Source: an optimization exercise on an open RTL-to-GDS flow (aim: small area, a short achievable clock period and few clock cycles). Production flows keep margins and buffers that such runs may drop. Only simulation tests tie the RTL to the original design; equivalence was not proved. Power is estimated from default activity; no workload was simulated.

==> design/flow/config.mk <==
export PLATFORM = sky130hd
export DESIGN_NAME = lpe_fixed_law
export DESIGN_NICKNAME = lpe_fixed_law
export VERILOG_FILES = /design/flow/design.v
export SDC_FILE = /design/flow/constraint.sdc
export NUM_CORES = 4
export LEC_CHECK = 0
export CAP_MARGIN = 20
export CELL_PAD_IN_SITES_DETAIL_PLACEMENT = 1
export CELL_PAD_IN_SITES_GLOBAL_PLACEMENT = 2
export CORE_MARGIN = 2
export CORE_UTILIZATION = 35
export PLACE_DENSITY = 0.5
export SLEW_MARGIN = 20
==> design/flow/constraint.sdc <==
create_clock -name core_clock -period 25.0 [get_ports {clk}]
set_input_delay 5.0000 -clock core_clock [delete_from_list [all_inputs] [get_ports {clk}]]
set_output_delay 5.0000 -clock core_clock [all_outputs]
set_load 0.01 [all_outputs]
==> design/flow/design.v <==
module lpe_fixed_law (
    input  wire        clk,
    input  wire        rst,          
    input  wire        cfg_we,
    input  wire [4:0]  cfg_addr,
    input  wire [31:0] cfg_wdata,
    input  wire [4:0]  cfg_sh,
    input  wire        clr,
    input  wire        start,
    input  wire        held,
    input  wire [31:0] r_in,
    input  wire [31:0] y_in,
    output wire        ready,
    output wire        done,
    output wire [31:0] u_out,
    output wire        sat_out,
    output wire        rate_out,
    output wire        accsat_out
);
    localparam RW = 12;      
    reg [24*32-1:0] ccv;     
    reg [24*5-1:0]  csv;     
    reg [31:0] i_lim;
    reg [2:0]  nbq;
    reg [31:0] out_min;
    reg [31:0] out_max;
    reg [31:0] rate_max;
    reg [31:0] out_init;
    reg        fb_phase;
    reg [4*32-1:0] x1v, x2v, w1v, w2v;
    reg [31:0] integ;
    reg [31:0] v_prev;
    reg [31:0] prev_out;
    reg        lim_hi, lim_lo;
    reg        rdy_q;
    reg [RW-1:0] resv0, resv1;    
    reg        tsel;              
    reg [2:0]  step0, step1;      
    reg [4:0]  lastld;            
    reg [15:0] hd;                
    reg        cap_v;
    reg        cap_t;
    reg [31:0] cap_r, cap_y;
    reg [31:0] xr0, xr1;          
    reg [31:0] rr0, rr1;          
    reg        af0, af1;          
    wire take     = rdy_q & ~rst;
    wire take_s   = take & start;
    wire take_nh  = take_s & ~held;
    wire take_h   = take_s & held;
    wire take_cfg = take & ~start & cfg_we;
    wire take_clr = take & ~start & ~cfg_we & clr;
    assign ready = rdy_q;
    wire [2:0] neff = (nbq > 3'd4) ? 3'd4 : nbq;
    reg [8:0] pat;
    always @(*) begin
        case (neff)
            3'd0:    pat = 9'b0_0000_0001;
            3'd1:    pat = 9'b0_0000_1001;    
            3'd2:    pat = 9'b0_0001_0101;
            3'd3:    pat = 9'b0_0101_0101;
            default: pat = 9'b1_0101_0101;
        endcase
    end
    reg [4:0] ldk;
    always @(*) begin
        case (neff)
            3'd0:    ldk = 5'd5;
            3'd1:    ldk = 5'd8;
            3'd2:    ldk = 5'd9;
            3'd3:    ldk = 5'd11;
            default: ldk = 5'd13;
        endcase
    end
    wire       iss   = resv0[0] | resv1[0];
    wire       ithr  = resv1[0];
    wire [2:0] istep = ithr ? step1 : step0;
    wire       ipid  = (istep == neff);
    wire [1:0] is    = istep[1:0];
    wire [31:0] xv   = ithr ? xr1 : xr0;
    wire [31:0] rv   = ithr ? rr1 : rr0;
    wire        afv  = ithr ? af1 : af0;
    reg  [31:0] ca0, ca1, ca2, ca3, ca4;
    reg  [4:0]  sa0, sa1, sa2, sa3, sa4;
    reg  [31:0] da1, da2, da3, da4;
    always @(*) begin
        if (ipid) begin
            ca0 = ccv[20*32 +: 32]; sa0 = csv[20*5 +: 5];
            ca1 = ccv[21*32 +: 32]; sa1 = csv[21*5 +: 5];
            ca2 = ccv[22*32 +: 32]; sa2 = csv[22*5 +: 5];
            ca3 = ccv[23*32 +: 32]; sa3 = csv[23*5 +: 5];
            ca4 = ccv[22*32 +: 32]; sa4 = csv[22*5 +: 5];
            da1 = xv; da2 = xv; da3 = rv; da4 = v_prev;
        end else begin
            ca0 = ccv[(is*5+0)*32 +: 32]; sa0 = csv[(is*5+0)*5 +: 5];
            ca1 = ccv[(is*5+1)*32 +: 32]; sa1 = csv[(is*5+1)*5 +: 5];
            ca2 = ccv[(is*5+2)*32 +: 32]; sa2 = csv[(is*5+2)*5 +: 5];
            ca3 = ccv[(is*5+3)*32 +: 32]; sa3 = csv[(is*5+3)*5 +: 5];
            ca4 = ccv[(is*5+4)*32 +: 32]; sa4 = csv[(is*5+4)*5 +: 5];
            da1 = x1v[is*32 +: 32]; da2 = x2v[is*32 +: 32]; da3 = w1v[is*32 +: 32]; da4 = w2v[is*32 +: 32];
        end
    end
    wire signed [63:0] m0 = $signed(ca0) * $signed(xv);
    wire signed [63:0] m1 = $signed(ca1) * $signed(da1);
    wire signed [63:0] m2 = $signed(ca2) * $signed(da2);
    wire signed [63:0] m3 = $signed(ca3) * $signed(da3);
    wire signed [63:0] m4 = $signed(ca4) * $signed(da4);
    reg               s2_v, s2_pid, s2_thr, s2_af;
    reg  [1:0]        s2_s;
    reg signed [63:0] p0, p1, p2, p3, p4;
    reg  [4:0]        h0, h1, h2, h3, h4;
    wire signed [63:0] t0 = p0 >>> h0;
    wire signed [63:0] t1 = p1 >>> h1;
    wire signed [63:0] t2 = p2 >>> h2;
    wire signed [63:0] t3 = p3 >>> h3;
    wire signed [63:0] t4 = p4 >>> h4;
    wire signed [66:0] bsum = t0 + t1 + t2 - t3 - t4;
    wire        b_ovf = ~((&bsum[66:31]) | ~(|bsum[66:31]));
    wire [31:0] b_w   = ~b_ovf ? bsum[31:0] : (bsum[66] ? 32'h8000_0000 : 32'h7fff_ffff);
    wire signed [63:0] dprod = p2 - p4;           
    wire signed [63:0] dterm = dprod >>> h2;
    wire signed [65:0] psum  = t0 + dterm + t3;   
    wire signed [64:0] isum  = $signed(integ) + t1;
    wire signed [64:0] ipos  = $signed({33'd0, i_lim});
    wire signed [64:0] ineg  = -ipos;
    wire [31:0] i_cl = (isum > ipos) ? i_lim : (isum < ineg) ? ineg[31:0] : isum[31:0];
    wire        di_pos = ~t1[63] & (|t1);
    wire        di_neg = t1[63];
    reg               s3_v, s3_af, s3_dp, s3_dn;
    reg signed [65:0] s3_ps;
    reg [31:0]        s3_icl;
    wire        hold3 = (lim_hi & s3_dp) | (lim_lo & s3_dn);
    wire [31:0] inew  = hold3 ? integ : s3_icl;
    wire signed [66:0] usum = s3_ps + $signed(inew);
    wire        u_ovf = ~((&usum[66:31]) | ~(|usum[66:31]));
    wire [31:0] ulaw  = ~u_ovf ? usum[31:0] : (usum[66] ? 32'h8000_0000 : 32'h7fff_ffff);
    wire signed [32:0] r_hi = $signed({prev_out[31], prev_out}) + $signed({1'b0, rate_max});
    wire signed [32:0] r_lo = $signed({prev_out[31], prev_out}) - $signed({1'b0, rate_max});
    wire [31:0] b_hi = (r_hi > 33'sd2147483647)  ? 32'h7fff_ffff : r_hi[31:0];
    wire [31:0] b_lo = (r_lo < -33'sd2147483648) ? 32'h8000_0000 : r_lo[31:0];
    reg        s4_v, s4_af;
    reg [31:0] s4_ul, s4_hi, s4_lo;
    wire [31:0] u1 = ($signed(s4_ul) > $signed(out_max)) ? out_max :
                     ($signed(s4_ul) < $signed(out_min)) ? out_min : s4_ul;
    wire [31:0] u2 = (rate_max == 32'd0)            ? u1 :
                     ($signed(u1) > $signed(s4_hi)) ? s4_hi :
                     ($signed(u1) < $signed(s4_lo)) ? s4_lo : u1;
    reg        done_q, sat_q, rate_q, acc_q;
    reg [31:0] u_q;
    assign done       = done_q;
    assign u_out      = u_q;
    assign sat_out    = sat_q;
    assign rate_out   = rate_q;
    assign accsat_out = acc_q;
    wire signed [32:0] diff = $signed({cap_r[31], cap_r}) - $signed({cap_y[31], cap_y});
    wire [31:0] e_sat = (diff > 33'sd2147483647)  ? 32'h7fff_ffff :
                        (diff < -33'sd2147483648) ? 32'h8000_0000 : diff[31:0];
    wire [31:0] e_val = fb_phase ? diff[31:0] : e_sat;
    wire [RW-1:0] pat_w  = {{(RW-10){1'b0}}, pat, 1'b0};
    wire [RW-1:0] n_res0 = (resv0 >> 1) | ((take_nh & ~tsel) ? pat_w : {RW{1'b0}});
    wire [RW-1:0] n_res1 = (resv1 >> 1) | ((take_nh &  tsel) ? pat_w : {RW{1'b0}});
    wire          n_tsel = tsel ^ take_nh;
    wire [RW-1:0] n_all  = n_res0 | n_res1;
    wire [RW-1:0] n_mine = n_tsel ? n_res1 : n_res0;
    wire          n_fit  = ((n_all[RW-1:2] & {{(RW-11){1'b0}}, pat}) == 0) && (n_mine[RW-1:2] == 0);
    wire          n_rdy  = n_fit & ~take_nh;
    always @(posedge clk) begin
        if (rst) begin
            rdy_q  <= 1'b1;
            resv0  <= 0;
            resv1  <= 0;
            tsel   <= 1'b0;
            lastld <= 0;
            hd     <= 0;
            cap_v  <= 1'b0;
            s2_v   <= 1'b0;
            s3_v   <= 1'b0;
            s4_v   <= 1'b0;
            done_q <= 1'b0;
        end else begin
            rdy_q  <= n_rdy;
            resv0  <= n_res0;
            resv1  <= n_res1;
            tsel   <= n_tsel;
            cap_v  <= take_nh;
            s2_v   <= iss;
            s3_v   <= s2_v & s2_pid;
            s4_v   <= s3_v;
            if (take_nh)
                lastld <= ldk;
            else if (take_h)
                lastld <= lastld;
            else if (lastld != 0)
                lastld <= lastld - 5'd1;
            hd <= (hd >> 1) | ((take_h && lastld != 0) ? (16'd1 << (lastld - 5'd1)) : 16'd0);
            done_q <= s4_v | hd[0] | (take_h && lastld == 0);
        end
    end
    always @(posedge clk) begin
        cap_t <= tsel;
        if (take_nh) begin
            cap_r <= r_in;
            cap_y <= y_in;
        end
        s2_pid <= ipid;
        s2_thr <= ithr;
        s2_s   <= is;
        s2_af  <= afv;
        p0 <= m0; p1 <= m1; p2 <= m2; p3 <= m3; p4 <= m4;
        h0 <= sa0; h1 <= sa1; h2 <= sa2; h3 <= sa3; h4 <= sa4;
        s3_af  <= s2_af;
        s3_dp  <= di_pos;
        s3_dn  <= di_neg;
        s3_ps  <= psum;
        s3_icl <= i_cl;
        s4_af  <= s3_af | u_ovf;
        s4_ul  <= ulaw;
        s4_hi  <= b_hi;
        s4_lo  <= b_lo;
        if (s4_v) begin
            u_q    <= u2;
            sat_q  <= (u1 != s4_ul);
            rate_q <= (u2 != u1);
            acc_q  <= s4_af;
        end else begin
            u_q    <= prev_out;
            sat_q  <= 1'b0;
            rate_q <= 1'b0;
            acc_q  <= 1'b0;
        end
    end
    always @(posedge clk) begin
        if (rst) begin
            ccv      <= 0;
            csv      <= 0;
            i_lim    <= 0;
            nbq      <= 0;
            out_min  <= 0;
            out_max  <= 0;
            rate_max <= 0;
            out_init <= 0;
            fb_phase <= 0;
            x1v <= 0; x2v <= 0; w1v <= 0; w2v <= 0;
            integ    <= 0;
            v_prev   <= 0;
            prev_out <= 0;
            lim_hi   <= 0;
            lim_lo   <= 0;
            step0    <= 0;
            step1    <= 0;
        end else begin
            if (take_cfg) begin
                case (cfg_addr)
                    5'd24: i_lim    <= {1'b0, cfg_wdata[30:0]};
                    5'd25: nbq      <= cfg_wdata[2:0];
                    5'd26: out_min  <= cfg_wdata;
                    5'd27: out_max  <= cfg_wdata;
                    5'd28: rate_max <= {1'b0, cfg_wdata[30:0]};
                    5'd29: out_init <= cfg_wdata;
                    5'd30: fb_phase <= cfg_wdata[0];
                    5'd31: ;
                    default: begin
                        ccv[cfg_addr*32 +: 32] <= cfg_wdata;
                        csv[cfg_addr*5 +: 5]   <= cfg_sh;
                    end
                endcase
            end
            if (take_clr) begin
                x1v <= 0; x2v <= 0; w1v <= 0; w2v <= 0;
                integ    <= 0;
                v_prev   <= 0;
                lim_hi   <= 0;
                lim_lo   <= 0;
                prev_out <= out_init;
            end
            if (iss) begin
                if (ithr) step1 <= step1 + 3'd1; else step0 <= step0 + 3'd1;
                if (ipid) begin
                    v_prev <= xv;
                end else begin
                    x1v[is*32 +: 32] <= xv;
                    x2v[is*32 +: 32] <= x1v[is*32 +: 32];
                    w2v[is*32 +: 32] <= w1v[is*32 +: 32];
                end
            end
            if (s2_v && !s2_pid) begin
                w1v[s2_s*32 +: 32] <= b_w;
                if (s2_thr) begin xr1 <= b_w; af1 <= s2_af | b_ovf; end
                else        begin xr0 <= b_w; af0 <= s2_af | b_ovf; end
            end
            if (s3_v) integ <= inew;
            if (s4_v) begin
                prev_out <= u2;
                lim_hi   <= $signed(u2) < $signed(s4_ul);
                lim_lo   <= $signed(u2) > $signed(s4_ul);
            end
            if (cap_v) begin
                if (cap_t) begin xr1 <= e_val; rr1 <= cap_r; af1 <= 1'b0; step1 <= 0; end
                else       begin xr0 <= e_val; rr0 <= cap_r; af0 <= 1'b0; step0 <= 0; end
            end
        end
    end
endmodule
==> design/flow/run.sh <==
#!/bin/bash
# synth_recipe.tcl (not shown) runs the flow's synth.tcl, then flattens the netlist and writes it again
# the make line also repeats each setting of config.mk as NAME=value (left out here)
make -C /OpenROAD-flow-scripts/flow DESIGN_CONFIG=/design/flow/config.mk WORK_HOME=/design/flow/orfs CLKGATE_MAP_FILE= SYNTH_SCRIPT=/design/flow/synth_recipe.tcl finish
==> summary.txt <==
status finished clean; die area 1,000,000 µm²; Clock Path Buffers 5; mean cell area of the mapped netlist 8.68 µm²; Final Hold Violating Endpoints 0; Synth area leader fa_1; IO buf count 148; initial core utilization 35.1%; HPWL reported at the end of detailed placement 1,580,000 µm; largest cells by area after synthesis fa_1, dfxtp_1, nand2_1, inv_1, ha_1; Die W 1000 µm; Post-synth EDFFs 194; Netlist cell types 113; Slew @ Worst Pin 1.33 ns; max-slew violations 0; clk sink count 2,492; num rows 365; Synth Warn # 1; remaining antenna violation count 0; Yosys top cell area share 32.7%; Most used DFF post-synth dfxtp_1; Hold Crit Class reg2reg; Via-to-Cell Ratio 5.81; number of remaining DRC errors 0; pre-CTS setup slack 9.42 ns; Area growth syn-to-layout 9.70%; Worst VDD drop 0.144 mV; Syn Nets 47,400; Pwr Density 51.9 nW/µm²; #FFs+latches synth 2,492; # H-tree levels 5; CP required 25.89 ns; worst setup margin 9.52 ns; cts bufs inserted 353; Placeable Area 988,000 µm²; Crit Path Category reg2reg; antenna violations before repair 295; first-pass GRT wire length 2,700,000 µm; fin nets 46,500; CP arrival 16.37 ns; Critical Path Source Type register; Final Skew 0.143 ns; Max-cap violations 0; Post-synth ARST share 0%; largest net degree at the start of global routing 208; count leader, synth nand2_1; Post-CTS Setup Repair Bufs 0; Tmin final 15.48 ns; RSZ-0062 raised after global routing no; Slowest cell on crit path mux4_2; layout cells sized above 1 8.98%; CP Max Fanout 83; fin crit share 61.9%; Worst slew margin 10.8%; Clock Tree Root clkbuf_16; Post-CTS Resized 0; crit-path max cell delay 0.87 ns; mapped cell area 347,000 µm²; aggregate global routing overflow 0; drt initial violations 32,200; Post-CTS Hold Fix Bufs 0; clock latency (worst-skew pair) 1.11 ns; CTS tree built; vias in the first global route 318,000; register area share after synthesis 14.9%; DR vias 309,000; setup TNS 0 ns; Post-Route WL 1,990,000 µm; die height 1000 µm; Cells after Synth 40,000; Max Freq 64.6 MHz; total track usage 39.0%; Setup crit end kind register; final setup violation count 0; mean routed wirelength per cell 37.4 µm; # fillers 114,000; I/O Pins 149; LEAKAGE 171 nW; final RePlAce weighted congestion 0.987; Crit path top cell by count fa_1; Worst-path clk slew 0.06 ns; Synth top cells by count nand2_1, inv_1, fa_1; DRT Pass-1 Iters 6
## routing by layer
metal | up-vias | GRT usage, % | part of all wire [%]
li1 | 127000 | - | -
met1 | 164000 | 52.1 | 42
met2 | 14200 | 57.4 | 42
met3 | 2938 | 10.5 | 9.5
met4 | 119 | 21.7 | 6.7
met5 | - | 0 | 0.041
## report_power, final
part	switching, mW	internal, mW	leakage [nW]
clock network	2.29	3.14	5.83
registers	0.305	4.20	20.4
logic	6.83	3.01	144
total	9.42	10.4	171
## layout make-up
cell class              instances  area, µm²  share of cell area [%]
multi-input cells           29200     268000                    70.3
inverters                    5864      22100                    5.79
clock inverters               143       1670                   0.439
diodes                        518       1300                   0.340
flip-flops and latches       2492      51900                    13.6
clock buffers                 484      10200                    2.67
well taps                   13200      16500                    4.34
repair buffers               1189       9570                    2.51
## final timing paths
| kind | slack [ns] | start | end | depth (start not counted) |
|---|---|---|---|---|
| min reg2reg | 0.39 | tsel$_SDFF_PP0_ | cap_t$_DFF_P_ | 0 |
| min | 0.39 | tsel$_SDFF_PP0_ | cap_t$_DFF_P_ | 0 |
| max | 9.52 | resv1[0]$_SDFF_PP0_ | p3[63]$_DFF_P_ | 40 |
| max reg2reg | 9.52 | resv1[0]$_SDFF_PP0_ | p3[63]$_DFF_P_ | 40 |
## per-stage QoR
stage / hold WS [ns] / util (%) / area (µm²) / std cells / power [mW]
after CTS: 0.389 / 38.4 / 379000 / 52600 / 19.6
after global placement: 0.381 / 37.1 / 367000 / 52000 / 14.1
final: 0.387 / 38.5 / 381000 / 53100 / 19.8
after detailed placement: 0.377 / 37.2 / 367000 / 52000 / 14.2
after global routing: 0.406 / 38.5 / 380000 / 52900 / 20.5
after floorplan: 0.326 / - / 347000 / 40000 / 9.95
## logic make-up after synthesis
family,after synthesis,share of synthesized area [%]
AOI/OAI and AO/OA,6175,11.1
DFF,2492,14.9
adders and majority gates,7295,38.6
buffers and inverters,8297,9.01
muxes,2087,9.31
xor gates and xnor gates,747,1.88
and+or+nand+nor,12900,15.2
## registers in the layout (all words and copies together) (netlist names), 64 cells and up
register,flops
w1v,128
p3,64
x2v,128
p2,64
ccv,768
csv,120
p4,64
p1,64
p0,64
w2v,128
s3_ps,66
x1v,128
## critical path, delay by kind of cell (launching register included)
kind / cells / cell delay (ns)
buffers and inverters: 12 / 4.27
flip-flops: 1 / 0.61
AO/OA/AOI/OAI: 12 / 3.94
XOR/XNOR: 1 / 0.15
AND/OR/NAND/NOR: 4 / 0.80
adder cells (fa/ha/maj): 9 / 4.12
multiplexers: 2 / 0.97
## cell usage in the layout, fill, tap and decap left out, types with 72 or more instances in the layout
cell type and count:
xor2_1 183, nand4_1 162, buf_4 1017, and3_1 168, ha_1 1611, mux2i_1 826, nor2_1 4538, or2_2 99
a21o_1 525, a22oi_1 431, a211oi_1 195, nor3_1 332, o211ai_1 198, a31oi_1 200, mux4_2 887, fa_1 5676
nor4_1 72, o22ai_1 76, clkbuf_16 363, nand3_1 293, nand2_1 6347, a21oi_1 2327, dfxtp_1 2257, inv_1 5833
o21ai_0 870, nor2b_1 167, clkdlybuf4s50_1 112, nand2b_1 212, mux2_2 255, o21bai_1 161, a21boi_0 76, and2_1 154
edfxtp_1 194, o21a_1 210, xnor2_1 506, or3_1 77, diode_2 518, a32oi_1 74
Testbench counts, summed over its fixed seeds: cycles 7,055.

## port drivers added, routing unchanged
The flow's constraints put no driver on any port. The routed layout listed below was extracted and timed again, unchanged, in two steps. Step 1: set_driving_cell puts a clkbuf_16 on clk and a buf_2 on each other input, an assumption about the parent block. Step 2 times the ports against the registers' clock, not the clock port: input delays grow and output delays shrink by t, the midpoint of the rising clock arrivals with the driver on. Slacks: no drivers / after step 1 / after step 2; pairs: no drivers / after step 1.
t (ns): 1.190
setup slack, ns: 9.520 / 9.520 / 9.520
latest minus earliest clock arrival (ns): 0.144 / 0.143
worst slew at a driven data input, ns: 0.49
pins driven straight from the clock port: 1
After both steps this run still meets setup and hold. For this run, drivers alone change the setup slack by 0.000 ns; drivers and shift together by 0.000 ns.
